This is an optimization exercise on Yosys and OpenROAD, whose aim is small area, not a production implementation. At most, simulation tests tie the RTL to the original design; equivalence was not proved. Function not checked in runs 1 to 3: the RTL went through the layout flow alone. Power figures rest on the tool's default switching activity, not on a simulated workload.

## config.mk

```make
export PLATFORM = sky130hd
export DESIGN_NAME = ce_alu
export DESIGN_NICKNAME = ce_alu
export VERILOG_FILES = /design/flow/design.v
export SDC_FILE = /design/flow/constraint.sdc
export NUM_CORES = 4
export LEC_CHECK = 0
export CAP_MARGIN = 5
export CORE_MARGIN = 2
export CORE_UTILIZATION = 35
export GPL_TIMING_DRIVEN = 0
export SLEW_MARGIN = 5
```

## constraint.sdc

```tcl
create_clock -name core_clock -period 10.0 [get_ports {clk}]
set_input_delay 2.0000 -clock core_clock [delete_from_list [all_inputs] [get_ports {clk}]]
set_output_delay 2.0000 -clock core_clock [all_outputs]
set_load 0.01 [all_outputs]
```

## design.v

```verilog
module ce_alu (
    input  wire        clk,
    input  wire        rst,         
    input  wire        in_valid,
    output wire        in_ready,
    input  wire [7:0]  op,
    input  wire [1:0]  sz,          
    input  wire [31:0] a,           
    input  wire [31:0] b,           
    input  wire [31:0] c,           
    input  wire [4:0]  flags_in,    
    output reg         out_valid,
    output wire [31:0] result,
    output reg  [4:0]  flags_out,
    output reg         wr_d,
    output reg  [1:0]  exc          
);
    localparam FC = 0, FV = 1, FZ = 2, FN = 3, FT = 4;
    localparam [4:0] S_IDLE  = 5'd0,  S_ARITH = 5'd1,  S_UNUS2 = 5'd2,
                     S_LOOP  = 5'd3,  S_SHIFT = 5'd4,  S_ROTB  = 5'd5,
                     S_FFSZ  = 5'd6,  S_FFSC  = 5'd7,  S_BSW   = 5'd8,
                     S_CRC   = 5'd9,  S_MULT  = 5'd10, S_CORR1 = 5'd11,
                     S_CORR2 = 5'd12, S_DIVZ  = 5'd13, S_DSTEP = 5'd14,
                     S_DCORR = 5'd15, S_FLAGS = 5'd16, S_WLDR = 5'd17,
                     S_WLDN  = 5'd18, S_RDQ   = 5'd19;
    reg [4:0]  state;
    reg [31:0] R;           
    reg [31:0] W;           
    reg [4:0]  cnt;
    reg        seen;        
    assign result = R;
    wire s8  = (sz == 2'd0);
    wire s16 = (sz == 2'd1);
    wire s32 = sz[1];
    wire l1  = sz[1] | sz[0];              
    wire l2  = sz[1];                      
    wire [4:0] modmask = {sz[1], sz[1] | sz[0], 3'b111};
    wire [3:0] lo = op[3:0];
    wire g1 = (op[7:4] == 4'h1);
    wire g2 = (op[7:4] == 4'h2);
    wire g3 = (op[7:4] == 4'h3);
    wire is_add   = g1 & (lo == 4'h0 || lo == 4'h1);
    wire is_addc  = g1 & (lo == 4'h1);
    wire is_subc  = g1 & (lo == 4'h3);
    wire is_sub   = g1 & (lo == 4'h2 || lo == 4'h3 || lo == 4'hC);
    wire is_cmp   = g1 & (lo == 4'hC);
    wire is_neg   = g1 & (lo == 4'hB);
    wire is_mul   = g1 & (lo == 4'h4);
    wire is_mulh  = g1 & (lo == 4'h5 || lo == 4'h6);
    wire is_mulhs = g1 & (lo == 4'h6);
    wire is_div   = g1 & (lo >= 4'h7 && lo <= 4'hA);
    wire div_quo  = g1 & (lo == 4'h7 || lo == 4'h8);
    wire div_sgn  = g1 & (lo == 4'h8 || lo == 4'hA);
    wire is_divs  = g1 & (lo == 4'h8);
    wire is_logic = g2 & (lo <= 4'h3);
    wire is_not   = g2 & (lo == 4'h4);
    wire is_tst   = g2 & (lo == 4'h5);
    wire is_shl   = g2 & (lo == 4'h6);
    wire is_sar   = g2 & (lo == 4'h8);
    wire is_rol   = g2 & (lo == 4'h9);
    wire is_ror   = g2 & (lo == 4'hA);
    wire is_shift = g2 & (lo >= 4'h6 && lo <= 4'hA);
    wire sh_left  = is_shl | is_rol;
    wire is_btst  = g3 & (lo == 4'h0);
    wire is_bsf   = g3 & (lo >= 4'h1 && lo <= 4'h3);
    wire is_ffs   = g3 & (lo == 4'h5);
    wire is_bsw   = g3 & (lo == 4'h6);
    wire is_crc   = g3 & (lo == 4'h7 || lo == 4'h8);
    wire is_crcc  = g3 & (lo == 4'h7);
    wire legal = ~(sz == 2'd3) &
                 ((g1 & (lo <= 4'hC)) | (g2 & (lo <= 4'hA)) |
                  (g3 & (lo <= 4'h3 || (lo >= 4'h5 && lo <= 4'h8))));
    function automatic msb_at(input [31:0] x, input [1:0] s);
        msb_at = s[1] ? x[31] : s[0] ? x[15] : x[7];
    endfunction
    wire a_neg = msb_at(a, sz);
    wire b_neg = msb_at(b, sz);
    wire neg_q = div_sgn & (a_neg ^ b_neg);
    wire neg_r = div_sgn & a_neg;
    wire neg_loop = div_quo ? neg_q : neg_r;
    wire [4:0] kk    = (is_bsf ? a[4:0] : b[4:0]) &
                       ((is_rol | is_ror | is_btst | is_bsf) ? modmask : 5'h1F);
    wire       eqk   = (cnt == kk);
    wire       lastn = (cnt == modmask);
    wire       lt_n  = s32 | (s16 & ~cnt[4]) | (s8 & ~cnt[4] & ~cnt[3]);
    wire       zR    = (R == 32'd0);
    wire       nR    = msb_at(R, sz);
    wire       r_top = msb_at(R, sz);
    wire       w_top = msb_at(W, sz);
    reg  [1:0] xhi, xlo;         
    reg        d;
    reg        ysa, ysb, ysc;    
    reg        yinv, ycin, yfv, ynomask;
    reg  [1:0] rsel;             
    reg        rins_en, rins;    
    reg        top_en, top_v;    
    reg        crc_en;
    reg        wq;               
    wire [31:0] Rsh = {R[30:0], d};
    wire [31:0] X;
    assign X[31:16] = (xhi == 2'd1) ? R[31:16] : (xhi == 2'd2) ? Rsh[31:16] : 16'd0;
    assign X[15:0]  = (xlo == 2'd1) ? R[15:0]  : (xlo == 2'd2) ? Rsh[15:0]  : 16'd0;
    wire [31:0] ysrc  = ({32{ysa}} & a) | ({32{ysb}} & b) | ({32{ysc}} & c);
    wire [31:0] ylane = {{16{l2 | ynomask}}, {8{l1 | ynomask}}, 8'hFF};
    wire [31:0] Y     = (ylane & (ysrc ^ {32{yinv}})) | (~ylane & {32{yfv}});
    wire [32:0] sum = {1'b0, X} + {1'b0, Y} + {32'd0, ycin};
    wire        c32 = sum[32];
    wire [32:0] S   = {c32 ^ yinv, sum[31:0]};
    reg  [31:0] Bv;
    wire crc_fb = R[0] ^ W[31];
    wire [31:0] poly = is_crcc ? 32'h82F6_3B78 : 32'hEDB8_8320;
    always @* begin
        Bv = S[32:1];
        if (rins_en) begin
            if (s8)  Bv[7]  = rins;
            if (s16) Bv[15] = rins;
            if (s32) Bv[31] = rins;
        end
        if (top_en) Bv[31] = top_v;
        if (crc_en) Bv = Bv ^ (poly & {32{crc_fb}});
    end
    wire dv_sub  = ~seen;
    wire bneg_s  = div_sgn & b_neg;
    wire rs_new  = R[31] ^ dv_sub ^ c32;    
    reg [4:0] nstate;
    reg       cnt_clr;
    reg [4:0] F_n;
    reg       last;              
    reg       exc_set1;
    reg       seen_n;
    wire lg_r = R[0], lg_w = W[31];
    reg  loop_f;
    always @* begin
        if (is_logic) begin
            case (lo[1:0])
                2'd0: loop_f = lg_r & lg_w;
                2'd1: loop_f = lg_r | lg_w;
                2'd2: loop_f = lg_r ^ lg_w;
                default: loop_f = lg_r & ~lg_w;
            endcase
        end else begin
            loop_f = (lg_r ^ (neg_loop & seen)) & lt_n;
        end
    end
    wire bmod = (lo[1:0] == 2'd1) ? 1'b1 : (lo[1:0] == 2'd2) ? 1'b0 :
                (lo[1:0] == 2'd3) ? ~R[0] : R[0];
    wire x_s = msb_at(X, sz);
    wire y_s = msb_at(Y, sz);
    wire r_s = msb_at(S[31:0], sz);
    wire c_n = s8 ? S[8] : s16 ? S[16] : S[32];
    wire v_n = ~(x_s ^ y_s) & (x_s ^ r_s);
    wire zn_upd = (exc == 2'd0) & ~(is_btst | is_bsf | is_ffs | is_crc);
    always @* begin
        nstate  = state;
        cnt_clr = 1'b0;
        F_n     = flags_out;
        last    = 1'b0;
        exc_set1 = 1'b0;
        seen_n  = seen;
        xhi = 2'd1; xlo = 2'd1; d = 1'b0;
        ysa = 1'b0; ysb = 1'b0; ysc = 1'b0;
        yinv = 1'b0; ycin = 1'b0; yfv = 1'b0; ynomask = 1'b0;
        rsel = 2'd1;
        rins_en = 1'b0; rins = 1'b0; top_en = 1'b0; top_v = 1'b0; crc_en = 1'b0;
        wq = R[0];
        case (state)
            S_IDLE: begin
                cnt_clr = 1'b1;
                seen_n  = 1'b0;
                F_n     = flags_in;
                if (legal & (is_add | is_sub | is_neg | is_mul | is_mulh | is_logic |
                    is_not | is_tst | is_shift)) begin
                    F_n[FC] = 1'b0;
                    F_n[FV] = 1'b0;
                end
                xhi = 2'd0; xlo = 2'd0;
                if (!legal) begin
                    nstate = S_FLAGS;
                end else if (is_add | is_sub) begin
                    ysa = 1'b1; nstate = S_ARITH;
                end else if (is_neg) begin
                    rsel = 2'd0; nstate = S_ARITH;
                end else if (is_logic | is_crc | is_mulh) begin
                    ysb = 1'b1; nstate = S_WLDR;
                end else if (is_not) begin
                    ysa = 1'b1; yinv = 1'b1; yfv = 1'b0; nstate = S_FLAGS;
                end else if (is_tst) begin
                    ysa = 1'b1; nstate = S_FLAGS;
                end else if (is_shift) begin
                    ysa = 1'b1; nstate = S_SHIFT;
                end else if (is_btst) begin
                    ysa = 1'b1; nstate = S_ROTB;
                end else if (is_bsf) begin
                    ysc = 1'b1; nstate = S_ROTB;
                end else if (is_ffs) begin
                    ysa = 1'b1; nstate = S_FFSZ;
                end else if (is_bsw) begin
                    ysa = 1'b1; nstate = s8 ? S_FLAGS : S_BSW;
                end else if (is_mul) begin
                    ysb = 1'b1; nstate = S_WLDN;
                end else begin  
                    ysb = 1'b1; nstate = S_DIVZ;
                end
            end
            S_ARITH: begin
                if (is_neg) ysa = 1'b1; else ysb = 1'b1;
                yinv = ~is_add; yfv = ~is_add;
                ycin = is_neg | (is_sub & ~is_subc) | (is_subc & ~flags_in[FC]) |
                       (is_addc & flags_in[FC]);
                F_n[FC] = c_n;
                F_n[FV] = v_n;
                cnt_clr = 1'b1;
                nstate = S_LOOP;           
            end
            S_WLDR: begin
                wq = R[0];
                if (cnt == 5'd31) begin
                    cnt_clr = 1'b1;
                    if (is_mulh) begin
                        rsel = 2'd0; nstate = S_MULT;
                    end else if (is_ffs) begin
                        rsel = 2'd0; nstate = S_FFSC;
                    end else begin
                        xhi = 2'd0; xlo = 2'd0;
                        ysa = 1'b1; ynomask = is_crc;
                        nstate = is_crc ? S_CRC : S_LOOP;
                    end
                end else begin
                    rsel = 2'd2;
                end
            end
            S_WLDN: begin
                wq = R[31];
                xhi = 2'd2; xlo = 2'd2; d = R[31];
                if (cnt == 5'd31) begin
                    cnt_clr = 1'b1;
                    rsel = 2'd0; seen_n = 1'b0;
                    nstate = is_mul ? S_MULT : S_DSTEP;
                end
            end
            S_LOOP: begin
                rsel = 2'd2; top_en = 1'b1; top_v = loop_f;
                seen_n = seen | lg_r;
                if (cnt == 5'd31) nstate = S_FLAGS;
            end
            S_CRC: begin
                rsel = 2'd2; crc_en = 1'b1;
                if (lastn) nstate = S_FLAGS;
            end
            S_SHIFT: begin
                if (eqk) begin
                    cnt_clr = 1'b1;
                    nstate = S_LOOP;       
                end else if (sh_left) begin
                    xhi = 2'd2; xlo = 2'd2; d = is_rol & r_top;
                    F_n[FC] = r_top;
                end else begin
                    rsel = 2'd2; rins_en = 1'b1;
                    rins = is_sar ? r_top : is_ror ? R[0] : 1'b0;
                    F_n[FC] = R[0];
                end
            end
            S_ROTB: begin
                rsel = 2'd2; rins_en = 1'b1;
                rins = eqk ? bmod : R[0];
                if (eqk) F_n[FT] = R[0];
                if (lastn) nstate = S_FLAGS;
            end
            S_FFSZ: begin
                F_n[FZ] = zR;
                cnt_clr = 1'b1;
                nstate = S_WLDR;
            end
            S_FFSC: begin
                if (W[31] | (R[5:0] == {s32, s16, s8, 3'b000}))
                    nstate = S_FLAGS;
                else
                    ycin = 1'b1;
            end
            S_BSW: begin
                if (s32 && cnt >= 5'd8 && cnt < 5'd24) begin
                    xhi = 2'd2; xlo = 2'd2; d = R[31];
                end else begin
                    xhi = 2'd1; xlo = 2'd2; d = R[15];
                end
                if ((s16 && cnt == 5'd7) || cnt == 5'd31) nstate = S_FLAGS;
            end
            S_MULT: begin
                if (is_mul) begin
                    xhi = 2'd2; xlo = 2'd2; d = 1'b0;
                    ysa = w_top;
                end else begin
                    ysa = W[31]; rsel = 2'd2;
                end
                if (lastn) begin
                    cnt_clr = 1'b1;
                    nstate = is_mulhs ? S_CORR1 : is_mul ? S_LOOP : S_FLAGS;
                end
            end
            S_CORR1: begin
                ysb = a_neg; yinv = 1'b1; ycin = 1'b1; yfv = 1'b1;
                nstate = S_CORR2;
            end
            S_CORR2: begin
                ysa = b_neg; yinv = 1'b1; ycin = 1'b1; yfv = 1'b1;
                cnt_clr = 1'b1;
                nstate = S_LOOP;
            end
            S_DIVZ: begin
                if (zR) begin
                    exc_set1 = 1'b1;
                    nstate = S_FLAGS;
                end else begin
                    xhi = 2'd0; xlo = 2'd0;
                    ysa = 1'b1; yinv = div_sgn & a_neg; ycin = div_sgn & a_neg;
                    cnt_clr = 1'b1;
                    nstate = S_WLDN;
                end
            end
            S_DSTEP: begin
                xhi = 2'd2; xlo = 2'd2; d = w_top;
                ysb = 1'b1; yinv = dv_sub ^ bneg_s; ycin = dv_sub ^ bneg_s;
                yfv = dv_sub;
                seen_n = rs_new;
                wq = ~rs_new;
                if (lastn) begin
                    cnt_clr = 1'b1;
                    nstate = div_quo ? S_RDQ : S_DCORR;
                end
            end
            S_DCORR: begin
                ysb = seen; yinv = seen & bneg_s; ycin = seen & bneg_s; yfv = 1'b0;
                F_n[FC] = 1'b0;
                F_n[FV] = 1'b0;
                cnt_clr = 1'b1;
                seen_n = 1'b0;
                nstate = S_LOOP;
            end
            S_RDQ: begin
                xhi = 2'd2; xlo = 2'd2; d = w_top;
                if (cnt == 5'd0) begin
                    F_n[FC] = 1'b0;
                    F_n[FV] = is_divs & ~neg_q & w_top;
                end
                seen_n = 1'b0;
                if (lastn) begin
                    cnt_clr = 1'b1;
                    nstate = S_LOOP;
                end
            end
            S_FLAGS: begin
                if (zn_upd) begin
                    F_n[FZ] = zR;
                    F_n[FN] = nR;
                end
                last = 1'b1;
            end
            default: nstate = S_IDLE;
        endcase
    end
    assign in_ready = ~in_valid | last;
    wire [31:0] A = S[31:0];
    reg  [31:0] R_n;
    always @* begin
        case (rsel)
            2'd0: R_n = 32'd0;
            2'd1: R_n = A;
            default: R_n = Bv;
        endcase
    end
    always @(posedge clk) begin
        R    <= R_n;
        W    <= {W[30:0], wq};
        seen <= seen_n;
        cnt  <= cnt_clr ? 5'd0 : cnt + 5'd1;
        out_valid <= 1'b0;
        if (rst) begin
            state <= S_IDLE;
        end else if (state == S_IDLE) begin
            if (in_valid) begin
                state     <= nstate;
                flags_out <= F_n;
                exc       <= legal ? 2'd0 : 2'd2;
                wr_d      <= legal & ~(is_cmp | is_tst | is_btst);
            end
        end else if (last) begin
            flags_out <= F_n;
            if (in_valid) begin
                out_valid <= 1'b1;
                state     <= S_IDLE;
            end
        end else begin
            state     <= nstate;
            flags_out <= F_n;
            if (exc_set1) begin
                exc  <= 2'd1;
                wr_d <= 1'b0;
            end
        end
    end
endmodule
```

## flow/run.sh

```bash
#!/bin/bash
# Layout flow: the standard ORFS layout (standard.sh's make targets and
# settings), with two changes that only affect cell area:
#  1. synthesis maps the logic with an area-oriented ABC script
#     (flow/abc_area.script) instead of ORFS's delay-oriented one; everything
#     else in synthesis (front end, flop mapping, flattening, renaming) is
#     ORFS's and the standard flow's synthesis unchanged, so the registers keep the
#     standard synthesis's names and cell types;
#  2. the port buffers that placement inserts on every input and output are
#     sky130_fd_sc_hd__buf_1 instead of the resizer's default pick;
#  3. clock tree synthesis builds the tree from sky130_fd_sc_hd__clkbuf_8
#     and adds no dummy loads.
# Each tool's output goes to a log file of its own in this folder.
set -euo pipefail
W=$(pwd)
ABC_SCRIPT=${ABC_SCRIPT_FILE:-$W/flow/abc_area.script}
PORT_BUF=${PORT_BUF_CELL:-sky130_fd_sc_hd__buf_1}

# ORFS's synth.tcl with only the ABC script replaced
sed "s#^source \$::env(SCRIPTS_DIR)/synth_preamble.tcl\$#source \$::env(SCRIPTS_DIR)/synth_preamble.tcl\nset abc_args [lreplace \$abc_args 1 1 $ABC_SCRIPT]#" \
    "$FLOW_HOME/scripts/synth.tcl" > "$W/synth_area_core.tcl"
grep -q "lreplace" "$W/synth_area_core.tcl"
# The standard flow's synthesis wrapper, sourcing the copy above
sed "s#\$::env(SCRIPTS_DIR)/synth.tcl#$W/synth_area_core.tcl#" synth_recipe.tcl > "$W/synth_area.tcl"
grep -q "synth_area_core" "$W/synth_area.tcl"
# The standard flow's config plus the port buffer choice
cp config.mk "$W/config_area.mk"
echo "export BUFFER_PORTS_ARGS = -buffer_cell $PORT_BUF" >> "$W/config_area.mk"
echo "export CTS_ARGS = -sink_clustering_enable -repair_clock_nets -buf_list ${CTS_BUF:-sky130_fd_sc_hd__clkbuf_8} -dont_use_dummy_load" >> "$W/config_area.mk"
# standard.sh with that synthesis script and config
sed -e "s#SYNTH_SCRIPT=[^ ]*#SYNTH_SCRIPT=$W/synth_area.tcl#" \
    -e "s#DESIGN_CONFIG=[^ ]*#DESIGN_CONFIG=$W/config_area.mk#" standard.sh > "$W/standard_area.sh"
grep -q "config_area.mk" "$W/standard_area.sh"

bash "$W/standard_area.sh" synth > "$W/synth.log" 2>&1
bash "$W/standard_area.sh" > "$W/layout.log" 2>&1
test -f out/final.def
```

## flow/abc_area.script

```
strash
&get -n
&fraig -x
&put
scorr
dc2
dretime
strash
&get -n
&dch -f
&nf
&put
topo
stime -c
upsize -c
dnsize -c
```

## standard.sh

```bash
#!/bin/bash
# synth_recipe.tcl (not shown) runs the flow's synth.tcl, then flattens the netlist and writes it again
# the make line also repeats each setting of config.mk as NAME=value (left out here)
make -C /OpenROAD-flow-scripts/flow DESIGN_CONFIG=/design/flow/config.mk WORK_HOME=/design/flow/orfs CLKGATE_MAP_FILE= SYNTH_SCRIPT=/design/flow/synth_recipe.tcl "${@:-finish}"
```

==> results list, run 1 <==
- Setup violation total in the final timing report: 0
- Clock tree root driver cell: sky130_fd_sc_hd__clkbuf_8
- Skew-Pair Late Insertion Delay: 380 ps
- A synthesized cell averages 7.93 sq um.
* Pre-antenna DRT Iters: 5
- Number of flops mapped to enable cells by yosys: 9
* Combined area of all synthesized cells: 6980 sq um
- Horizontal die dimension: 145 um
* Std-Cell Core Area: 19,500 sq um
- Type of the worst setup path: input pin to register
- In this run the number of H-tree levels came out at 3.
* CTS tree: done
- Master of the slowest instance on the critical path: sky130_fd_sc_hd__or4_4
- The routed design has 25.5 mm of wire.
- Setup slack on the worst flop-to-flop path: 1660 ps
- Clock slew seen by the registers of the worst setup and hold paths: 80 ps
- Syn. warnings: 1
- For this run, the leading register cell type out of synthesis is sky130_fd_sc_hd__dfxtp_1.
* WP data arrival: 9700 ps
* Hold Path Class: register to register
* Ant diodes: 0
* Sequential-to-total area share from yosys stat: 25.4%
- For this run the aggregate overflow at the end of global routing stands at 0.
- In this run the cell area measured after placement is 8120 sq um.
* Pre-CTS setup slack: -1650 ps
- For the worst setup path, the data required time is 10,110 ps.
- Number of clock buffers inserted by TritonCTS: 9
- Number of cells on the worst hold path: 0
* DRC violation count after routing: 0
- Via-per-instance ratio: 5.71
* Syn Nets: 1,037
- Post-route cell area: 8600 sq um
* Routability-driven placement congestion ratio: 0.972
- Initial DRC count: 738
- Post-synthesis register bit count: 84
- The critical path starts at op[1].
- The final route contains 7,684 vias.
- Counting the fill cells in the layout gives 2,060.
* Min setup slack post-route: 410 ps
- Headroom to the max-slew limit: 11.8%
* Deepest clock path buffer count: 2
* Critical path startpoint category: input pin
* Endpoint of the worst-slack reg-to-reg timing path: flags_out[0]
* Post-route ant nets: 0
* Post-route clock skew: 23.2 ps
- The cell that appears most often on the critical path is sky130_fd_sc_hd__a21oi_2.
- In this run the worst path has a maximum fanout of 8.
* Share of the clock period used by the worst path: 95.9%
- The clock net in this run drives a total of 84 sinks.
- Number of nets in the layout: 1,240
- The path with the worst hold slack has its endpoint at W[27].
- In the synthesized netlist the async set-or-reset flop fraction comes to 0%.
- In the final layout, the share of cells above drive strength 1 is 11.4%.
- DR WL/cell: 19.0 um
- Startpoint of the worst-slack reg-to-reg timing path: state[4]
* Number of cells traversed by the worst register-to-register path: 41
* Final Slew Violations: 0
- The cell count after synthesis came out at 880.
* Final Hold Violating Endpoints: 0
- The floorplan has 51 rows.
- Power density over cell area: 161 nW/um^2
* Static leakage: 3.22 nW
- # port buffers: 155
- The first global-routing pass estimated 39.0 mm of wire.
* Status: timing/DRC/antenna clean
- Worst voltage drop across the vdd grid: 0.0889 mV
- Number of max-cap violations: 0
- Initial antenna violation count: 0
- Tmin final: 9590 ps
- Summed over all nets, the half-perimeter wirelength after detailed placement is 20.1 mm.
* Highest clock rate: 104 MHz
- Buffers inserted to repair hold after CTS numbered 0.
- GRT Total Usage: 23.4%
- STA classifies the critical path endpoint as a register.
* Transition time at the pin with the least slew margin: 1310 ps
* Die outline area: 21,100 sq um
* Via count of the first global-routing pass: 7,036
- For this configuration, the core starts out at a cell density of 35.8%.
- Launch instance of the worst min-delay path: W[26]
- Area growth from synthesis to final layout: 23.2%
- Final worst hold slack: 314 ps
* Count of unique library cells instantiated by Yosys: 63
- Entering global routing, the biggest net connects 29 pins.
- Num ports: 156
* Max incr delay on CP: 470 ps
- Die height: 145 um
## state kept, by name, summed over array words and instances (netlist names)
name	flops
seen	1
flags_out	5
cnt	5
wr_d	1
R	32
state	5
out_valid	1
W	32
exc	2
## placed cells by master, fill, tap and decap left out, types with 4 or more instances in the layout
| cell | instances |
|---|---|
| sky130_fd_sc_hd__buf_4 | 34 |
| sky130_fd_sc_hd__o21bai_1 | 19 |
| sky130_fd_sc_hd__and3_1 | 5 |
| sky130_fd_sc_hd__a22o_1 | 68 |
| sky130_fd_sc_hd__a21oi_1 | 89 |
| sky130_fd_sc_hd__nor2_2 | 6 |
| sky130_fd_sc_hd__nor4_2 | 4 |
| sky130_fd_sc_hd__o21ai_1 | 8 |
| sky130_fd_sc_hd__or2_0 | 8 |
| sky130_fd_sc_hd__mux2i_1 | 5 |
| sky130_fd_sc_hd__clkinv_1 | 30 |
| sky130_fd_sc_hd__buf_1 | 151 |
| sky130_fd_sc_hd__dfxtp_1 | 75 |
| sky130_fd_sc_hd__nor4_1 | 11 |
| sky130_fd_sc_hd__xor2_1 | 28 |
| sky130_fd_sc_hd__o21ai_0 | 45 |
| sky130_fd_sc_hd__edfxtp_1 | 9 |
| sky130_fd_sc_hd__or4_1 | 4 |
| sky130_fd_sc_hd__and2_0 | 6 |
| sky130_fd_sc_hd__nor3_1 | 19 |
| sky130_fd_sc_hd__nand4_1 | 6 |
| sky130_fd_sc_hd__nand2b_1 | 4 |
| sky130_fd_sc_hd__ha_1 | 39 |
| sky130_fd_sc_hd__xnor2_1 | 71 |
| sky130_fd_sc_hd__nand2_1 | 81 |
| sky130_fd_sc_hd__nand2_2 | 4 |
| sky130_fd_sc_hd__clkbuf_8 | 9 |
| sky130_fd_sc_hd__nor2b_1 | 6 |
| sky130_fd_sc_hd__o211ai_1 | 4 |
| sky130_fd_sc_hd__a21o_1 | 6 |
| sky130_fd_sc_hd__nor2_1 | 70 |
| sky130_fd_sc_hd__a21oi_2 | 23 |
| sky130_fd_sc_hd__o22ai_1 | 7 |
| sky130_fd_sc_hd__nand3_1 | 28 |
| sky130_fd_sc_hd__a31oi_1 | 11 |
## Yosys cell counts, types with 10 or more instances
| cell type | count | area share [%] |
|---|---|---|
| sky130_fd_sc_hd__a21oi_1 | 97 | 7.0 |
| sky130_fd_sc_hd__a21oi_2 | 15 | 1.9 |
| sky130_fd_sc_hd__a22o_1 | 68 | 8.5 |
| sky130_fd_sc_hd__a31oi_1 | 12 | 1.1 |
| sky130_fd_sc_hd__clkinv_1 | 32 | 1.7 |
| sky130_fd_sc_hd__dfxtp_1 | 75 | 22 |
| sky130_fd_sc_hd__ha_1 | 41 | 7.3 |
| sky130_fd_sc_hd__nand2_1 | 87 | 4.7 |
| sky130_fd_sc_hd__nand3_1 | 28 | 2.0 |
| sky130_fd_sc_hd__nor2_1 | 77 | 4.1 |
| sky130_fd_sc_hd__nor3_1 | 23 | 1.6 |
| sky130_fd_sc_hd__nor4_1 | 15 | 1.3 |
| sky130_fd_sc_hd__o21ai_0 | 50 | 3.6 |
| sky130_fd_sc_hd__o21bai_1 | 19 | 2.0 |
| sky130_fd_sc_hd__or2_0 | 10 | 0.90 |
| sky130_fd_sc_hd__xnor2_1 | 71 | 8.9 |
| sky130_fd_sc_hd__xor2_1 | 29 | 3.6 |
## where the power goes
group / switching (mW) / leakage (nW) / internal (mW)
combinational: 0.382 / 2.46 / 0.272
sequential: 0.0979 / 0.703 / 0.440
clock: 0.113 / 0.0647 / 0.0806
## metal layers
metal  up-vias  part of all wire (%)  wire length, um  global-route usage, %
li1       3700                     -                -                      -
met1      3555                    45            11500                   32.1
met3        64                   7.2             1850                   3.84
met4         0                   3.3              847                   8.14
met5         -                     0                0                      0
met2       365                    44            11300                   37.1
## critical path, delay by kind of cell
family                     cells  cell delay (ps)
buffers and inverters          2              260
adders and majority gates      3             1060
AOI/OAI and AO/OA             24             3870
xor gates and xnor gates       2              440
and+or+nand+nor               14             2030
## kinds of logic after synthesis
family / synth area share [%]
AO/OA/AOI/OAI: 30.3
XOR/XNOR: 12.5
adder cells (fa/ha/maj): 7.92
buffers and inverters: 1.83
flip-flops: 25.4
multiplexers: 1.33
AND/OR/NAND/NOR: 20.7
## timing repair
action                                  4_1_cts  5_1_grt
buffers inserted                              6       17
gates cloned                                  0        0
resized for setup                            21       36
endpoints found under the setup margin       11        9
pin swaps                                     5       25
## area by class of cell
cell class              count  area (sq um)  area share, %
clock buffers               9           124           1.44
inverters                  32           120           1.40
flip-flops and latches     84          1770           20.6
plain buffers               1          7.51         0.0873
multi-input cells         763          5320           61.9
repair buffers            192           922           10.7
well taps                 265           332           3.86
## metrics by stage
stage | TNS (ps) | utilization [%] | instances | power [mW]
final | 0 | 44.0 | 1346 | 1.39
after global placement | -26540 | 40.6 | 1300 | 1.16
after floorplan | 0 | - | 880 | 0.952
after detailed placement | -12240 | 41.6 | 1314 | 1.17
after global routing | -128 | 44.0 | 1346 | 1.49
after CTS | 0 | 42.8 | 1329 | 1.38
## how the worst max path moves through the flow
stage                         to  slack (ps)  cells past startpoint
floorplan                  R[31]          20                     46
global route        flags_out[1]         -70                     48
finish              flags_out[0]         410                     45
detailed placement  flags_out[1]       -1650                     45
CTS                 flags_out[1]         0.9                     48
global placement           R[31]       -2260                     46
==> inputs of run 2 (changes only) <==
--- a/design.v
+++ b/design.v
@@ -24,3 +24,3 @@
                      S_DCORR = 5'd15, S_FLAGS = 5'd16, S_WLDR = 5'd17,
-                     S_WLDN  = 5'd18, S_RDQ   = 5'd19;
+                     S_WLDN  = 5'd18, S_RDQ   = 5'd19, S_ARITH2 = 5'd20;
     reg [4:0]  state;
@@ -102,6 +102,33 @@
     assign X[15:0]  = (xlo == 2'd1) ? R[15:0]  : (xlo == 2'd2) ? Rsh[15:0]  : 16'd0;
-    wire [31:0] ysrc  = ({32{ysa}} & a) | ({32{ysb}} & b) | ({32{ysc}} & c);
-    wire [31:0] ylane = {{16{l2 | ynomask}}, {8{l1 | ynomask}}, 8'hFF};
-    wire [31:0] Y     = (ylane & (ysrc ^ {32{yinv}})) | (~ylane & {32{yfv}});
-    wire [32:0] sum = {1'b0, X} + {1'b0, Y} + {32'd0, ycin};
+    wire        la1 = l1 | ynomask, la2 = l2 | ynomask;
+    wire [31:0] lsa = {{16{ysa & la2}}, {8{ysa & la1}}, {8{ysa}}};
+    wire [31:0] lsb = {{16{ysb & la2}}, {8{ysb & la1}}, {8{ysb}}};
+    wire [31:0] lsc = {{16{ysc & la2}}, {8{ysc & la1}}, {8{ysc}}};
+    wire [31:0] ysrc  = (lsa & a) | (lsb & b) | (lsc & c);
+    wire [31:0] Yr    = ysrc ^ {32{yinv}};
+    wire [31:0] Y     = {Yr[31:17], la2 ? Yr[16] : yfv, Yr[15:9], la1 ? Yr[8] : yfv, Yr[7:0]};
+    reg  [32:0] sum;
+    reg  [31:0] pg_p, pg_g, pp, gg;
+    integer bi, bj;
+    always @* begin
+        pg_p = X ^ Y;
+        pg_g = X & Y;
+        pp = pg_p;
+        gg = pg_g;
+        gg[0] = gg[0] | (pp[0] & ycin);
+        for (bi = 1; bi <= 5; bi = bi + 1)
+            for (bj = (1 << bi) - 1; bj < 32; bj = bj + (1 << bi)) begin
+                gg[bj] = gg[bj] | (pp[bj] & gg[bj - (1 << (bi - 1))]);
+                pp[bj] = pp[bj] & pp[bj - (1 << (bi - 1))];
+            end
+        for (bi = 5; bi > 0; bi = bi - 1)
+            for (bj = (1 << bi) + (1 << (bi - 1)) - 1; bj < 32; bj = bj + (1 << bi)) begin
+                gg[bj] = gg[bj] | (pp[bj] & gg[bj - (1 << (bi - 1))]);
+                pp[bj] = pp[bj] & pp[bj - (1 << (bi - 1))];
+            end
+        sum[0] = pg_p[0] ^ ycin;
+        for (bi = 1; bi < 32; bi = bi + 1)
+            sum[bi] = pg_p[bi] ^ gg[bi - 1];
+        sum[32] = gg[31];
+    end
     wire        c32 = sum[32];
@@ -123,3 +150,3 @@
     wire bneg_s  = div_sgn & b_neg;
-    wire rs_new  = R[31] ^ dv_sub ^ c32;    
+    wire rs_new  = s8 ? S[8] : s16 ? S[16] : (R[31] ^ dv_sub ^ c32);
     reg [4:0] nstate;
@@ -185,3 +212,3 @@
                 end else if (is_not) begin
-                    ysa = 1'b1; yinv = 1'b1; yfv = 1'b0; nstate = S_FLAGS;
+                    ysa = 1'b1; yinv = 1'b1; nstate = S_ARITH2;
                 end else if (is_tst) begin
@@ -214,2 +241,6 @@
             end
+            S_ARITH2: begin
+                cnt_clr = 1'b1;
+                nstate = S_LOOP;
+            end
             S_WLDR: begin
==> results list, run 2 <==
- The run finished with no timing, DRC or antenna violations.
- The worst register-to-register path begins at R[21].
- Initial core utilization: 35.4% (-0.35 points)
- Most frequent standard cell in the layout excluding fill and tap cells: sky130_fd_sc_hd__buf_1
- The setup-violating endpoint count in the final report came to 0 (unchanged).
* Final Slew Violations: 0 (unchanged)
- The largest fanout of any net on the critical path is 17 (+9).
- The number of enable flip-flop cells after synthesis came to 9 (unchanged).
- Count of unique library cells instantiated by Yosys: 83 (+32%)
- CTS Hold Buffers Added: 0 (unchanged)
- The via count of the first global-routing pass was 7,099 (+0.90%).
- The headroom to the max-slew limit came to 14.1% (+2.3 points).
* Routed vias: 7,285 (-5.2%)
- Static leakage: 3.08 nW (-4.5%)
- DR WL/cell: 19.4 um (+2.0%)
- Syn Inst Count: 858 (-2.5%)
* Setup repair after global routing missed its margin: no
* Number of clock buffers inserted by TritonCTS: 9 (unchanged)
* Post-Route WL: 25.2 mm (-1.4%)
* Synth top area cells: sky130_fd_sc_hd__dfxtp_1, sky130_fd_sc_hd__xnor2_1, sky130_fd_sc_hd__a22o_1, sky130_fd_sc_hd__ha_1, sky130_fd_sc_hd__a21oi_1
- Skew-Pair Late Insertion Delay: 390 ps (about the same)
- Post-route cell area: 8280 sq um (-3.7%)
- Share of the clock period used by the worst path: 94.0% (-1.9 points)
- Type of the worst setup path: input pin to register
* Sum of net half-perimeters after detailed placement: 19.9 mm (-0.86%)
- In this run the clock root is driven by a sky130_fd_sc_hd__clkbuf_8.
- Transition time at the pin with the least slew margin: 1280 ps (-32.6 ps)
- Std-Cell Core Area: 20,100 sq um (+3.0%)
- Setup TNS: 0 ps (unchanged)
* Tmin final: 9400 ps (-191 ps)
- Hold Path Class: register to register
- The wire length of the first global-routing pass was 39.2 mm (+0.49%).
- The number of max-capacitance violations reported is 0 (unchanged).
- Syn. warnings: 1 (unchanged)
- Tracing the worst setup path back leads to its startpoint at op[1].
* WP data arrival: 9530 ps (-170 ps)
- The largest registers in the layout are R (32), W (32).
- The async set-reset flop share out of synthesis was 0% (unchanged).
- The number of standard-cell rows in the floorplan came to 52 (+2.0%).
* Ant diodes: 0 (unchanged)
- Sequential-to-total area share from yosys stat: 24.9% (-0.49 points)
- Endpoint type of the worst setup path: register
* Final global-route overflow total: 0 (unchanged)
* Pre-antenna DRT Iters: 5 (unchanged)
- For this run, the leading register cell type out of synthesis is sky130_fd_sc_hd__dfxtp_1.
- Setup slack on the worst flop-to-flop path: 2020 ps (+360 ps)
- Horizontal die dimension: 147 um (+0.95%)
- The worst path required time is 10,140 ps (+30 ps).
* DRC violation count after routing: 0 (unchanged)
* End point of the critical path: flags_out[1]
* Top-area cell type share of the netlist area: 21.1% (-0.41 points)
- The longest individual stage delay on the worst path was 420 ps (-50 ps).
* Post-route clock skew: 27.8 ps (+4.63 ps)
- Average instance area after synthesis: 8.30 sq um (+4.6%)
- The per-cell via count in the routed design is 5.60 (-1.9%).
- In this run the critical register-to-register path is captured at flags_out[1].
- Routability-driven placement congestion ratio: 1.00 (+3.1%)
- Clk sinks: 84 (unchanged)
* Power density over cell area: 113 nW/um^2 (-30%)
- The number of buffers added on ports is 155 (unchanged).
- CTS tree: done
- Area after DPL: 8080 sq um (-0.49%)
- The area enclosed by the die boundary was 21,500 sq um (+1.9%).
* Syn Nets: 1,029 (-0.77%)
- The largest total area in the synthesized netlist belongs to sky130_fd_sc_hd__dfxtp_1.
- Post-route ant nets: 0 (unchanged)
- The final standard cell utilization of the core was 41.2% (-2.8 points).
* # fillers: 2,131 (+3.4%)
- The largest net degree at the start of global routing is 28 (-3.4%).
- Area growth from synthesis to final layout: 16.4%
- Num ports: 156 (unchanged)
- The number of antenna violations at the first check in global routing is 0 (unchanged).
- Number of cells traversed by the worst register-to-register path: 37 (-9.8%)
- The number of levels the H-tree was split into is 3 (unchanged).
- The number of DRC markers in iteration 0 is 619 (-16%).
- In the synthesized netlist, the cells that appear most often are sky130_fd_sc_hd__nor2_1, sky130_fd_sc_hd__nand2_1, sky130_fd_sc_hd__a21oi_1, sky130_fd_sc_hd__dfxtp_1, sky130_fd_sc_hd__xnor2_1.
* Master of the slowest instance on the critical path: sky130_fd_sc_hd__a221o_1
- The height of the die was 147 um (+0.95%).
- Fraction of layout instances using a drive strength above 1: 6.89% (-4.5 points)
- Commonest cells after routing, fill and taps aside: sky130_fd_sc_hd__buf_1, sky130_fd_sc_hd__nor2_1, sky130_fd_sc_hd__nand2_1
- Final Hold Violating Endpoints: 0 (unchanged)
* Total design power: 0.933 mW (-33%)
- The achievable clock frequency was 106 MHz (+2.0%).
* Deepest clock path buffer count: 2 (unchanged)
- The post-CTS clock slew at the launch and capture registers of the worst setup and hold paths is 100 ps (+20 ps).
- The number of nets in the finished design came to 1,204 (-2.9%).
- STA classifies the critical path startpoint as an input pin.
- Post-synthesis register bit count: 84 (unchanged)
- sky130_fd_sc_hd__nor2_1 is the most common cell in the netlist.
* Combined area of all synthesized cells: 7120 sq um (+2.0%)
- Worst voltage drop across the vdd grid: 0.0562 mV (-37%)
* GRT Total Usage: 23.3% (-0.081 points)
## run 2: critical path: cells and delay by family
kind | cells | cell delay (ps)
adder cells (fa/ha/maj) | 4 | 1340
AND/OR/NAND/NOR | 12 | 1940
AO/OA/AOI/OAI | 18 | 3310
XOR/XNOR | 2 | 370
buffers and inverters | 4 | 560
## run 2: worst min-delay path by stage
stage | start | to | slack (ps) | cells past startpoint
6_report | W[5] | W[6] | 310 | 0
5_1_grt | W[5] | W[6] | 310 | 0
4_1_cts | W[5] | W[6] | 310 | 0
3_5_place_dp | W[28] | W[29] | 310 | 0
3_3_place_gp | W[9] | W[10] | 310 | 0
2_1_floorplan | W[9] | W[10] | 310 | 0
## run 2: logic make-up (layout without fill, tap and decap cells)
family          Yosys count  in the layout  synth area share [%]
fa+ha+maj                57             57                  11.8
xor+xnor                 83             83                  10.2
mux                       7              7                  1.00
buf+inv                  48            221                  2.95
compound gates          274            274                  27.1
simple gates            305            305                  22.0
flops                    84             84                  24.9
## run 2: per-stage QoR
step | hold slack (ps) | cells | setup slack [ps]
3_5_place_dp | 314 | 1286 | -486
4_1_cts | 309 | 1295 | 261
3_3_place_gp | 311 | 1283 | -385
5_1_grt | 311 | 1301 | 59.0
2_1_floorplan | 310 | 858 | 1520
6_report | 314 | 1301 | 601
## run 2: power by group
group          internal [mW]  switching [mW]  leakage, nW
clock                 0.0807           0.118       0.0647
sequential             0.388          0.0422        0.696
combinational          0.117           0.187         2.32
total                  0.586           0.347         3.08
## run 2: cell type report
cell class	instances	area [sq um]	area share [%]
multi-input cells	726	5150	62.2
plain buffers	1	7.51	0.0906
clock buffers	9	124	1.50
well taps	270	338	4.08
inverters	47	203	2.45
flip-flops and latches	84	1770	21.4
repair buffers	164	687	8.29
## run 2: metal layers
metal / vias to the layer above / share of wire (%) / track usage, %
met3: 54 / 6.6 / 3.88
met1: 3390 / 44 / 30.8
met2: 316 / 46 / 38.6
li1: 3525 / - / -
met5: - / 0 / 0
met4: 0 / 3.2 / 7.86
## run 2: what timing repair did
item,4_1_cts,5_1_grt
setup endpoints to repair,1,1
pin swaps,0,2
buffers inserted,0,6
gates resized for setup,2,4
==> inputs of run 3 (changes only) <==
--- a/flow/abc_area.script
+++ b/flow/abc_area.script
@@ -8,2 +8,5 @@
 strash
+dch -f
+dc2
+dch -f
 &get -n
==> results list, run 3 <==
- In the layout the commonest cells are sky130_fd_sc_hd__buf_1, sky130_fd_sc_hd__nand2_1, sky130_fd_sc_hd__dfxtp_1.
* Area after DPL: 7970 sq um (-1.4%)
- The total routing usage reported by global routing was 23.6% (+0.25 points).
- Initial antenna violation count: 0 (unchanged)
- The pin slew with the least headroom to its limit was 948 ps (-329 ps).
- The number of enable flip-flop cells after synthesis came to 9 (unchanged).
- For this run, the leading register cell type out of synthesis is sky130_fd_sc_hd__dfxtp_1.
- The placed wire-length estimate after detailed placement is 20.1 mm (+0.81%).
- CTS tree: done
- # port buffers: 155 (unchanged)
- Biggest regs: R (32), W (32)
- Setup repair after global routing left no endpoint under its margin.
- The slowest stage of the critical path is the sky130_fd_sc_hd__or3_1 cell.
- Largest net degree at the start of global routing: 26 (-7.1%)
* Clk sinks: 84 (unchanged)
* Post-synthesis register bit count: 84 (unchanged)
- The number of DRC markers in iteration 0 is 718 (+16%).
- Biggest area consumer among synthesized cells: sky130_fd_sc_hd__dfxtp_1
- The per-cell via count in the routed design was 5.80 (+3.6%).
- The wire length per cell came to 19.9 um (+2.8%).
* Number of clock buffers inserted by TritonCTS: 9 (unchanged)
- The setup-violating endpoint count in the final report is 0 (unchanged).
* Initial core utilization: 35.8% (+0.36 points)
- Final Slew Violations: 0 (unchanged)
* Static leakage: 3.10 nW (+0.85%)
- Top-area cell type share of the netlist area: 21.5% (+0.40 points)
- The ratio of final minimum period to clock period was 95.6% (+1.6 points).
* Post-route clock skew: 33.6 ps (+5.82 ps)
* Syn. warnings: 1 (unchanged)
* DRC violation count after routing: 0 (unchanged)
* Combined area of all synthesized cells: 6980 sq um (-1.9%)
- WP data arrival: 9750 ps (+220 ps)
- The ratio of cells with drive above 1 in the final layout is 6.56% (-0.33 points).
- The area enclosed by the die boundary came to 21,100 sq um (-1.8%).
- Total design power: 0.947 mW (+1.5%)
* Post-route cell area: 8250 sq um (-0.36%)
* Post-Route WL: 25.6 mm (+1.7%)
- Most frequent standard cell in the layout excluding fill and tap cells: sky130_fd_sc_hd__buf_1
- Status: timing/DRC/antenna clean
- Highest clock rate: 105 MHz (-1.7%)
* Skew-Pair Late Insertion Delay: 390 ps (about the same)
- Std-Cell Core Area: 19,500 sq um (-2.9%)
- Endpoint type of the worst setup path: register
* Routed vias: 7,467 (+2.5%)
* Deepest clock path buffer count: 2 (unchanged)
- Top cell family by delay on the critical path: compound AO/OA/AOI/OAI gates
* H-tree depth reported by CTS: 3 (unchanged)
* Placed instance count: 1,270 (-1.2%)
- The via count of the first global-routing pass was 6,997 (-1.4%).
- Headroom to the max-slew limit: 36.1% (+22 points)
- Number of nets in the layout: 1,195 (-0.75%)
* Syn Nets: 1,017 (-1.2%)
* Peak fanout along the critical path: 10 (-7)
* Most repeated cell in the gate-level netlist after synthesis: sky130_fd_sc_hd__nand2_1
* Count of unique library cells instantiated by Yosys: 71 (-14%)
- The final-report hold violation count is 0 (unchanged).
- The gate count of the mapped netlist is 846 (-1.4%).
* Type of the worst setup path: input pin to register
* # fillers: 2,063 (-3.2%)
- The highest ir drop seen on vdd came to 0.0742 mV (+32%).
- The async set-reset flop share out of synthesis came to 0% (unchanged).
* Max incr delay on CP: 510 ps (+90 ps)
- The height of the die was 145 um (-0.92%).
* Final global-route overflow total: 0 (unchanged)
- The worst path required time is 10,190 ps (+50 ps).
* Number of buffers and inverters on the critical path: 4 (unchanged)
- The number of max-capacitance violations reported was 0 (unchanged).
- The fraction of the yosys area taken by sequential cells is 25.4% (+0.48 points).
- Horizontal die dimension: 145 um (-0.92%)
* Final Non-Filler Cells: 1,287 (-1.1%)
- Power density over cell area: 115 nW/um^2 (+1.9%)
- Average instance area after synthesis: 8.26 sq um (-0.49%)
- The wire length of the first global-routing pass came to 39.0 mm (-0.55%).
- Critical path startpoint category: input pin
- Synth top area cells: sky130_fd_sc_hd__dfxtp_1, sky130_fd_sc_hd__xnor2_1, sky130_fd_sc_hd__ha_1, sky130_fd_sc_hd__a22o_1, sky130_fd_sc_hd__fa_1
- Hold Path Class: register to register
- Num ports: 156 (unchanged)
- The number of hold-repair buffers added at the cts stage was 0 (unchanged).
- Pre-antenna DRT Iters: 6 (+1)
- The post-CTS clock slew at the launch and capture registers of the worst setup and hold paths is 100 ps (about the same).
- The number of inserted diodes was 0 (unchanged).
- Routability-driven placement congestion ratio: 0.997 (-0.59%)
- The final standard cell utilization of the core was 42.3% (+1.1 points).
- Clock tree root driver cell: sky130_fd_sc_hd__clkbuf_8
- The number of nets with antenna violations after detailed routing came to 0 (unchanged).
- After synthesis, the most frequently instantiated cells are sky130_fd_sc_hd__nand2_1, sky130_fd_sc_hd__nor2_1, sky130_fd_sc_hd__dfxtp_1, sky130_fd_sc_hd__a21oi_1, sky130_fd_sc_hd__xnor2_1.
- The number of standard-cell rows in the floorplan was 51 (-1.9%).
* Area growth from synthesis to final layout: 18.2%
* Tmin final: 9560 ps (+160 ps)
run 3: cells by family (layout without fill, tap and decap cells):
family                   Yosys count  count (layout)  synth area share, %
buffers and inverters             50             226                 2.74
AND/OR/NAND/NOR                  288             288                 20.6
adder cells (fa/ha/maj)           57              57                 12.0
XOR/XNOR                          83              83                 10.4
flip-flops                        84              84                 25.4
multiplexers                       9               9                 1.31
AO/OA/AOI/OAI                    275             275                 27.6
run 3: layer usage:
metal | routed length (um) | vias to the layer above | part of all wire, % | GRT usage [%]
met5 | 0 | - | 0 | 0
met4 | 850 | 0 | 3.3 | 9.02
met3 | 1940 | 66 | 7.6 | 3.90
met2 | 11600 | 399 | 45 | 37.9
met1 | 11300 | 3493 | 44 | 31.6
li1 | - | 3509 | - | -
run 3: path summary, 6_finish.rpt:
check	from	slack, ps	endpoint	cells after the start
max	op[0]	440	flags_out[1]	39
min reg2reg	W[9]	320	W[10]	0
max reg2reg	state[2]	1780	flags_out[1]	36
min	W[9]	320	W[10]	0
run 3: area by class of cell:
class,instances,area (sq um),area share [%]
sequential,84,1770,21.5
timing repair buffer,167,724,8.78
clock buffer,9,124,1.50
buffer,1,7.51,0.0910
inverter,49,186,2.26
multi-input combinational,712,5110,61.9
tap,265,332,4.02
run 3: repair_timing:
| action | 4_1_cts | 5_1_grt |
|---|---|---|
| pin swaps | 3 | 3 |
| buffers inserted | 5 | 3 |
| resized for setup | 5 | 13 |
| endpoints found under the setup margin | 6 | 2 |
run 3: through the flow:
step	hold slack, ps	setup WS (ps)	TNS, ps
final	322	441	0
after global routing	330	38.0	0
after CTS	328	23.6	0
after detailed placement	312	-1130	-4520
after global placement	311	-1120	-4750
after floorplan	310	1290	0
run 3: power breakdown:
group	leakage, nW	switching (mW)	internal [mW]
Clock	0.0647	0.118	0.0806
Combinational	2.34	0.193	0.122
Sequential	0.697	0.0435	0.390
Total	3.10	0.355	0.592
==> inputs of run 4 (changes only) <==
--- a/design.v
+++ b/design.v
@@ -106,3 +106,6 @@
     wire [31:0] lsc = {{16{ysc & la2}}, {8{ysc & la1}}, {8{ysc}}};
-    wire [31:0] ysrc  = (lsa & a) | (lsb & b) | (lsc & c);
+    wire        crc_fb = R[0] ^ W[31];
+    wire [31:0] poly   = is_crcc ? 32'h82F6_3B78 : 32'hEDB8_8320;
+    wire [31:0] pterm  = {poly[30:0], 1'b0} & {32{crc_en & crc_fb}};
+    wire [31:0] ysrc  = (lsa & a) | (lsb & b) | (lsc & c) | pterm;
     wire [31:0] Yr    = ysrc ^ {32{yinv}};
@@ -114,3 +117,3 @@
         pg_p = X ^ Y;
-        pg_g = X & Y;
+        pg_g = X & Y & {32{~crc_en}};
         pp = pg_p;
@@ -136,4 +139,2 @@
     reg  [31:0] Bv;
-    wire crc_fb = R[0] ^ W[31];
-    wire [31:0] poly = is_crcc ? 32'h82F6_3B78 : 32'hEDB8_8320;
     always @* begin
@@ -146,3 +147,2 @@
         if (top_en) Bv[31] = top_v;
-        if (crc_en) Bv = Bv ^ (poly & {32{crc_fb}});
     end
@@ -277,3 +277,4 @@
             S_CRC: begin
-                rsel = 2'd2; crc_en = 1'b1;
+                rsel = 2'd2; crc_en = 1'b1; top_en = 1'b1; top_v = crc_fb;
+                ynomask = 1'b1;
                 if (lastn) nstate = S_FLAGS;
--- a/flow/abc_area.script
+++ b/flow/abc_area.script
@@ -8,5 +8,2 @@
 strash
-dch -f
-dc2
-dch -f
 &get -n
==> results list, run 4 <==
- # fillers: 1,998 (-3.2%)
* Syn. warnings: 1 (unchanged)
- The number of DRC markers in iteration 0 was 698 (-2.8%).
- The data arrival at the endpoint of the critical path was 9540 ps (-210 ps).
* Type of the worst setup path: input pin to register
* Max incr delay on CP: 430 ps (-80 ps)
- CTS placed an instance of sky130_fd_sc_hd__clkbuf_8 at the clock tree root.
- Multi-input combinational cell area: 5170 sq um (+1.3%)
* Headroom to the max-slew limit: 13.4% (-23 points)
* Skew-Pair Late Insertion Delay: 370 ps (-20 ps)
- Largest net degree at the start of global routing: 31 (+19%)
- The worst path setup slack after routing was 578 ps (+137 ps).
* Clk sinks: 84 (unchanged)
- After synthesis, the cell types taking the most area are sky130_fd_sc_hd__dfxtp_1, sky130_fd_sc_hd__ha_1, sky130_fd_sc_hd__a22o_1, sky130_fd_sc_hd__xnor2_1, sky130_fd_sc_hd__a21oi_1.
- Area used by sequential logic in the layout: 1770 sq um (unchanged)
* DRC violation count after routing: 0 (unchanged)
- Die outline area: 20,700 sq um (-1.7%)
- The initial standard-cell utilization of the core came to 35.5% (-0.27 points).
- The synthesized area divided by synthesized cell count came to 8.00 sq um (-3.1%).
- Share of synthesized flip-flops with an asynchronous set or reset: 0% (unchanged)
- Combinational cell fraction of total power: 32.1% (-1.2 points)
- DR WL/cell: 20.3 um (+1.9%)
* Via count of the first global-routing pass: 7,062 (+0.93%)
* Final Core Density: 42.7% (+0.43 points)
* Number of nets in the layout: 1,213 (+1.5%)
* Top cells by instance count after synthesis: sky130_fd_sc_hd__nor2_1, sky130_fd_sc_hd__nand2_1, sky130_fd_sc_hd__a21oi_1, sky130_fd_sc_hd__dfxtp_1, sky130_fd_sc_hd__a22o_1
- Peak fanout along the critical path: 6 (-4)
- Commonest cells after routing, fill and taps aside: sky130_fd_sc_hd__buf_1, sky130_fd_sc_hd__nor2_1, sky130_fd_sc_hd__nand2_1
- Ant diodes: 0 (unchanged)
* Via-per-instance ratio: 5.91 (+1.9%)
* Initial antenna violation count: 0 (unchanged)
- The achievable clock frequency was 106 MHz (+1.5%).
- The fraction of power consumed by the clock network is 21.3% (+0.3 points).
* Biggest regs: R (32), W (32)
- The internal power is 0.583 mW (-1.6%).
* Sw Share: 37.1% (-0.32 points)
* Hold Path Class: register to register
- Setup violation total in the final timing report: 0 (unchanged)
* Static leakage: 3.27 nW (+5.3%)
* Clock slew seen by the registers of the worst setup and hold paths: 90 ps (about the same)
* Top-area cell type share of the netlist area: 21.9% (+0.38 points)
* H-tree depth reported by CTS: 3 (unchanged)
- Routed vias: 7,701 (+3.1%)
- The number of enable flip-flop cells after synthesis was 9 (unchanged).
- Most repeated cell in the gate-level netlist after synthesis: sky130_fd_sc_hd__nor2_1
* Endpoint type of the worst setup path: register
- Transition time at the pin with the least slew margin: 1300 ps (+348 ps)
- The final total negative setup slack was 0 ps (unchanged).
- Area growth from synthesis to final layout: 20.3%
* Post-route ant nets: 0 (unchanged)
- Post-Route WL: 26.4 mm (+3.2%)
- The final standard cell count with taps included and fillers excluded is 1,303 (+1.2%).
- The worst setup path is launched from an input pin.
* Number of max-cap violations: 0 (unchanged)
- Count of standard-cell rows: 51 (unchanged)
- Leaving out fill and tap cells, the most frequent cell in the layout is sky130_fd_sc_hd__buf_1.
- Syn Inst Count: 858 (+1.4%)
- The count of placed standard cells including taps is 1,280 (+0.79%).
- The placeable core area was 19,300 sq um (-0.98%).
- The fraction of power consumed by sequential logic was 46.6% (+0.8 points).
* Final Slew Violations: 0 (unchanged)
- The synthesis-stage register bit count is 84 (unchanged).
- The highest ir drop seen on vdd came to 0.0557 mV (-25%).
* Number of clock buffers inserted by TritonCTS: 9 (unchanged)
- CTS tree: done
* Die height: 144 um (-0.84%)
- Power density over cell area: 112 nW/um^2 (-2.1%)
* Biggest area consumer among synthesized cells: sky130_fd_sc_hd__dfxtp_1
* Pre-CTS setup slack: -1240 ps (-104 ps)
* Post-route clock skew: 21.7 ps (-11.9 ps)
* Syn Nets: 1,031 (+1.4%)
- Deepest clock path buffer count: 2 (unchanged)
* GRT Total Usage: 25.2% (+1.6 points)
* Tmin final: 9420 ps (-137 ps)
- The post-synth design cell area came to 6860 sq um (-1.7%).
- The placed wire-length estimate after detailed placement came to 20.4 mm (+1.6%).
* Ys flop type: sky130_fd_sc_hd__dfxtp_1
* Net switching power: 0.344 mW (-2.9%)
* Status: timing/DRC/antenna clean
- Master of the slowest instance on the critical path: sky130_fd_sc_hd__a222oi_1
* Horizontal die dimension: 144 um (-0.84%)
- CP dominant cell by count: sky130_fd_sc_hd__a21boi_1
* Fraction of layout instances using a drive strength above 1: 7.51% (+0.96 points)
- Count of unique library cells instantiated by Yosys: 65 (-8.5%)
* # port buffers: 155 (unchanged)
- First-pass GRT wire length: 39.8 mm (+1.9%)
* Final global-route overflow total: 0 (unchanged)
- Sequential-to-total area share from yosys stat: 25.8% (+0.44 points)
- Total design power: 0.927 mW (-2.1%)
- The final-report hold violation count is 0 (unchanged).
* Share of the clock period used by the worst path: 94.2% (-1.4 points)
* Critical path data required time: 10,120 ps (-70 ps)
- The placer's final routability congestion estimate is 1.02 (+2.5%).
- The I/O pin count was 156 (unchanged).
* Pre-antenna DRT Iters: 6 (unchanged)
==> run 4: cell types whose count changed in the layout (fill, tap and decap cells not counted), moves of 6 or more <==
cell and delta:
sky130_fd_sc_hd__o21ai_0 +6, sky130_fd_sc_hd__nand3_1 -7, sky130_fd_sc_hd__ha_1 +18, sky130_fd_sc_hd__xor2_1 -11, sky130_fd_sc_hd__o22ai_1 -21, sky130_fd_sc_hd__nand2_1 +8
sky130_fd_sc_hd__xnor2_1 -14, sky130_fd_sc_hd__a21oi_1 +8, sky130_fd_sc_hd__o21a_1 -6, sky130_fd_sc_hd__a221o_1 +21, sky130_fd_sc_hd__clkinv_1 -18, sky130_fd_sc_hd__fa_1 -17
sky130_fd_sc_hd__nor2_1 +23
==> run 4: per-layer routing <==
layer / vias up / part of all wire, % / track usage (%)
met3: 52 / 7.3 / 4.70
met4: 0 / 2.4 / 8.05
li1: 3651 / - / -
met2: 354 / 45 / 38.9
met1: 3644 / 46 / 35.4
met5: - / 0 / 0
==> run 4: final timing paths <==
| check | start | end | slack [ps] | depth (start not counted) |
|---|---|---|---|---|
| worst max register to register | state[2] | flags_out[1] | 1590 | 39 |
| worst min-delay path | W[17] | W[18] | 320 | 0 |
| worst max-delay path | op[0] | flags_out[1] | 580 | 43 |
| worst min register to register | W[17] | W[18] | 320 | 0 |
==> run 4: power groups by stage <==
stage,combinational [mW],clock (mW),sequential (mW)
after floorplan,0.165,0,0.434
after global placement,0.277,0,0.438
after detailed placement,0.279,0,0.439
after CTS,0.285,0.205,0.431
after global routing,0.325,0.217,0.438
final,0.298,0.197,0.432
==> run 4: final cells by class <==
| cell class | count | area share, % |
|---|---|---|
| flip-flops and latches | 84 | 21.5 |
| plain buffers | 1 | 0.0909 |
| well taps | 265 | 4.02 |
| clock buffers | 9 | 1.50 |
| multi-input cells | 741 | 62.7 |
| inverters | 32 | 1.53 |
| repair buffers | 171 | 8.73 |
==> run 4: cell families (layout without fill, tap and decap cells) <==
kind of cell / Yosys count / count (layout) / synth area share, %
mux: 10 / 10 / 1.48
xor+xnor: 59 / 59 / 7.53
flops: 84 / 84 / 25.8
buf+inv: 33 / 213 / 1.90
fa+ha+maj: 59 / 59 / 10.8
simple gates: 319 / 319 / 22.2
compound gates: 294 / 294 / 30.3
==> run 4: repair_timing <==
item | 4_1_cts | 5_1_grt
endpoints found under the setup margin | 5 | 3
hold buffers | 0 | 0
pin swaps | 1 | 10
resized for setup | 15 | 41
buffers inserted | 0 | 13
==> run 4: metrics by stage <==
stage	instance area, sq um	hold WS (ps)
2_1_floorplan	6860	310
3_3_place_gp	7780	311
3_5_place_dp	7820	312
4_1_cts	8020	318
5_1_grt	8260	339
6_report	8260	319
==> run 4: critical path, delay by kind of cell <==
family / cells / cell delay, ps
compound gates: 23 / 3760
xor+xnor: 2 / 280
fa+ha+maj: 5 / 1140
buf+inv: 4 / 600
mux: 1 / 230
simple gates: 8 / 1530
==> inputs of run 5 (changes only) <==
--- a/flow/abc_area.script
+++ b/flow/abc_area.script
@@ -8,2 +8,5 @@
 strash
+dch -f
+dc2
+dch -f
 &get -n
--- a/config.mk
+++ b/config.mk
@@ -9,3 +9,3 @@
 export CORE_MARGIN = 2
-export CORE_UTILIZATION = 35
+export CORE_UTILIZATION = 55
 export GPL_TIMING_DRIVEN = 0
==> results list, run 5 <==
* Top-area cell type share of the netlist area: 22.3% (+0.39 points)
- Type of the worst setup path: input pin to register
* CTS tree: done
- Top cells by instance count after synthesis: sky130_fd_sc_hd__nor2_1, sky130_fd_sc_hd__nand2_1, sky130_fd_sc_hd__dfxtp_1, sky130_fd_sc_hd__ha_1, sky130_fd_sc_hd__a22o_1
* Post-Route WL: 25.2 mm (-4.5%)
- Peak fanout along the critical path: 9 (+3)
- The placer's final routability congestion estimate was 1.02 (-0.24%).
- The number of DRC violations after detailed routing is 0 (unchanged).
* Skew-Pair Late Insertion Delay: 390 ps (+20 ps)
- The async set-reset flop share out of synthesis came to 0% (unchanged).
- Fraction of layout instances using a drive strength above 1: 7.40% (-0.12 points)
* # fillers: 1,086 (-46%)
- For this design, the slowest cell found on the critical path is sky130_fd_sc_hd__or4_4.
- Most repeated cell in the gate-level netlist after synthesis: sky130_fd_sc_hd__nor2_1
- The largest net degree at the start of global routing was 32 (+3.2%).
- Area after DPL: 7540 sq um (-3.6%)
- Initial DRC count: 1,198 (+72%)
* Initial antenna violation count: 0 (unchanged)
* Post-Synth Simple-Gate Area: 23.6% (+1.4 points)
* Clock tree root driver cell: sky130_fd_sc_hd__clkbuf_8
- Final Hold Violating Endpoints: 0 (unchanged)
- The highest ir drop seen on vdd came to 0.125 mV (+120%).
* Highest clock rate: 102 MHz (-4.0%)
* # port buffers: 155 (unchanged)
* Count of standard-cell rows: 40 (-22%)
- Critical path startpoint category: input pin
- After synthesis, the largest family of logic cells by area is compound AO/OA/AOI/OAI gates.
- The run finished with no timing, DRC or antenna violations.
- Biggest regs: R (32), W (32)
- Number of max-cap violations: 0 (unchanged)
- The placed wire-length estimate after detailed placement is 18.9 mm (-7.4%).
- Endpoint type of the worst setup path: register
- The per-cell via count in the routed design was 6.74 (+14%).
- Routed vias: 7,825 (+1.6%)
- The most used flip-flop cell after synthesis is sky130_fd_sc_hd__dfxtp_1.
- The pin slew with the least headroom to its limit came to 1230 ps (-63.5 ps).
- Die outline area: 13,200 sq um (-37%)
- GRT Total Usage: 36.7% (+12 points)
* Initial core utilization: 56.2% (+21 points)
- Die height: 115 um (-20%)
- The global route total overflow is 0 (unchanged).
- DR WL/cell: 21.7 um (+7.2%)
- The ratio of final minimum period to clock period is 98.1% (+3.9 points).
* Area used by sequential logic in the layout: 1770 sq um (unchanged)
- First-pass GRT wire length: 37.4 mm (-5.8%)
- The via count of the first global-routing pass is 6,991 (-1.0%).
- Tmin final: 9810 ps (+392 ps)
- The post-route clock skew is 35.4 ps (+13.7 ps).
- The post-route standard cell area excluding fillers was 7900 sq um (-4.3%).
* Max incr delay on CP: 540 ps (+110 ps)
* Fraction of the mapped netlist area in adder cells: 10.9% (+0.19 points)
- Num ports: 156 (unchanged)
- Headroom to the max-slew limit: 17.6% (+4.2 points)
- The footprint of the multi-input gates came to 5030 sq um (-2.9%).
* Syn Inst Count: 836 (-2.6%)
- The post-CTS clock slew at the launch and capture registers of the worst setup and hold paths was 100 ps (about the same).
- The post-synth design cell area was 6750 sq um (-1.7%).
- Count of unique library cells instantiated by Yosys: 67 (+3.1%)
- Post-synthesis register bit count: 84 (unchanged)
- The data arrival at the endpoint of the critical path was 9910 ps (+370 ps).
- The setup slack after placement was -1610 ps (-374 ps).
* Syn. warnings: 1 (unchanged)
- The maximum buffer depth of the clock tree came to 2 (unchanged).
* Share of the synthesized netlist area taken by xor and xnor gates: 7.66% (+0.13 points)
- The synthesized area divided by synthesized cell count is 8.07 sq um (+0.85%).
- Pre-antenna DRT Iters: 6 (unchanged)
- Biggest area consumer among synthesized cells: sky130_fd_sc_hd__dfxtp_1
- The static power due to leakage is 3.24 nW (-1.0%).
- Among the stages of the critical path, the cell type that occurs most often is sky130_fd_sc_hd__o21ai_2.
- Min setup slack post-route: 186 ps (-392 ps)
- Leaving out fill and tap cells, the most frequent cell in the layout is sky130_fd_sc_hd__buf_1.
* Hold Path Class: register to register
- The setup-violating endpoint count in the final report is 0 (unchanged).
- The final number of max-transition violations came to 0 (unchanged).
- Critical path data required time: 10,100 ps (-20 ps)
* H-tree depth reported by CTS: 3 (unchanged)
* Ant diodes: 0 (unchanged)
- Relative to the synthesized area, the layout overhead comes to 17.1%.
- Mux share of post-synthesis cell area: 1.19% (-0.29 points)
* Clk sinks: 84 (unchanged)
- Synth top area cells: sky130_fd_sc_hd__dfxtp_1, sky130_fd_sc_hd__ha_1, sky130_fd_sc_hd__a22o_1, sky130_fd_sc_hd__xnor2_1, sky130_fd_sc_hd__nor2_1
- Number of clock buffers inserted by TritonCTS: 9 (unchanged)
* Std-Cell Core Area: 12,000 sq um (-38%)
- Post-route ant nets: 0 (unchanged)
- The power density relative to cell area was 128 nW/um^2 (+14%).
- Commonest cells after routing, fill and taps aside: sky130_fd_sc_hd__buf_1, sky130_fd_sc_hd__nand2_1, sky130_fd_sc_hd__nor2_1
- Number of nets in the layout: 1,189 (-2.0%)
- Number of flops mapped to enable cells by yosys: 9 (unchanged)
- The total nets after synthesis is 1,009 (-2.1%).
* Final Core Density: 65.8% (+23 points)
- The post-synthesis compound-gate area fraction was 29.1% (-1.2 points).
- Sequential-to-total area share from yosys stat: 26.3% (+0.45 points)
* Horizontal die dimension: 115 um (-20%)
run 5: cell count changes in the layout (fill, tap and decap cells not counted), moves of 9 or more:
cell | previous run | this run
sky130_fd_sc_hd__a21oi_1 | 72 | 56
sky130_fd_sc_hd__clkinv_1 | 29 | 13
sky130_fd_sc_hd__o21ai_0 | 38 | 24
sky130_fd_sc_hd__nand2_1 | 85 | 96
sky130_fd_sc_hd__o21ai_1 | 3 | 14
sky130_fd_sc_hd__or2_0 | 13 | 3
sky130_fd_sc_hd__and2_0 | 10 | 1
run 5: routing by layer:
layer	GRT usage, %	wire [um]	part of all wire, %	vias up
met3	5.90	2480	9.8	66
met1	50.7	10500	42	3679
met5	0	0	0	-
li1	-	-	-	3565
met4	12.4	714	2.8	0
met2	58.7	11600	46	515
run 5: worst paths after layout:
| check | from | to | slack [ps] | cells after the start |
|---|---|---|---|---|
| setup / recovery | op[1] | flags_out[1] | 190 | 46 |
| hold / removal | W[12] | W[13] | 310 | 0 |
| setup reg to reg | R[0] | flags_out[1] | 1220 | 43 |
| hold reg to reg | W[12] | W[13] | 310 | 0 |
run 5: critical path: cells and delay by family:
family / cells / cell delay (ps)
compound gates: 28 / 4330
xor+xnor: 2 / 500
fa+ha+maj: 5 / 1140
buf+inv: 3 / 360
simple gates: 8 / 1570
run 5: per-stage QoR:
step | total power, mW | setup TNS [ps] | hold WS (ps) | instances
6_report | 1.01 | 0 | 311 | 1161
3_3_place_gp | 0.776 | -17320 | 311 | 1138
4_1_cts | 0.986 | 0 | 308 | 1150
5_1_grt | 1.05 | -138 | 306 | 1161
2_1_floorplan | 0.659 | 0 | 310 | 836
3_5_place_dp | 0.790 | -8450 | 313 | 1139
run 5: power by group:
group          total, mW  internal (mW)  switching [mW]
combinational      0.356          0.139           0.216
sequential         0.457          0.402          0.0555
clock              0.196         0.0806           0.115
run 5: final cells by class:
cell class / count / share of cell area, %
inverters: 20 / 0.982
repair buffers: 169 / 8.98
multi-input cells: 731 / 63.6
clock buffers: 9 / 1.57
flip-flops and latches: 84 / 22.4
well taps: 147 / 2.33
plain buffers: 1 / 0.0950
run 5: logic make-up after synthesis:
kind of cell	after synthesis
simple gates	337
flops	84
buf+inv	21
xor+xnor	59
fa+ha+maj	59
mux	8
compound gates	268
run 5: timing repair:
item                       CTS  global route
setup endpoints to repair   11             1
resized for setup           11            26
hold buffers                 0             0
pin swaps                    2             8
gates cloned                 0             0
setup buffers                2            11

==> afterwards: timing with drivers on the ports <==
No port has a modelled driver above. Below, the same layouts with a new extraction and two added sets of constraints. Step 1, drivers: a clkbuf_16 drives clk and a buf_2 each remaining input, both assumed. Step 2 times the ports against the registers' clock, not the clock port: input delays grow and output delays shrink by t, the midpoint of the rising clock arrivals with the driver on. a / b / c = no drivers / after step 1 / after step 2; a / b = the first two.
| run | t (ns) | setup slack, ns | worst setup path after step 2 |
|---|---|---|---|
| run 1 | 0.405 | 0.410 / 0.423 / 0.017 | input to register |
| run 2 | 0.414 | 0.601 / 0.609 / 0.195 | input to register |
| run 3 | 0.410 | 0.441 / 0.455 / 0.045 | input to register |
| run 4 | 0.400 | 0.578 / 0.595 / 0.194 | input to register |
| run 5 | 0.411 | 0.186 / 0.199 / -0.212 | input to register |
With both steps, setup timing fails in run 5, where it was met with ideal ports. The setup slack of run 2, which loses most, moves by +0.008 ns with the drivers and by -0.406 ns with both steps.
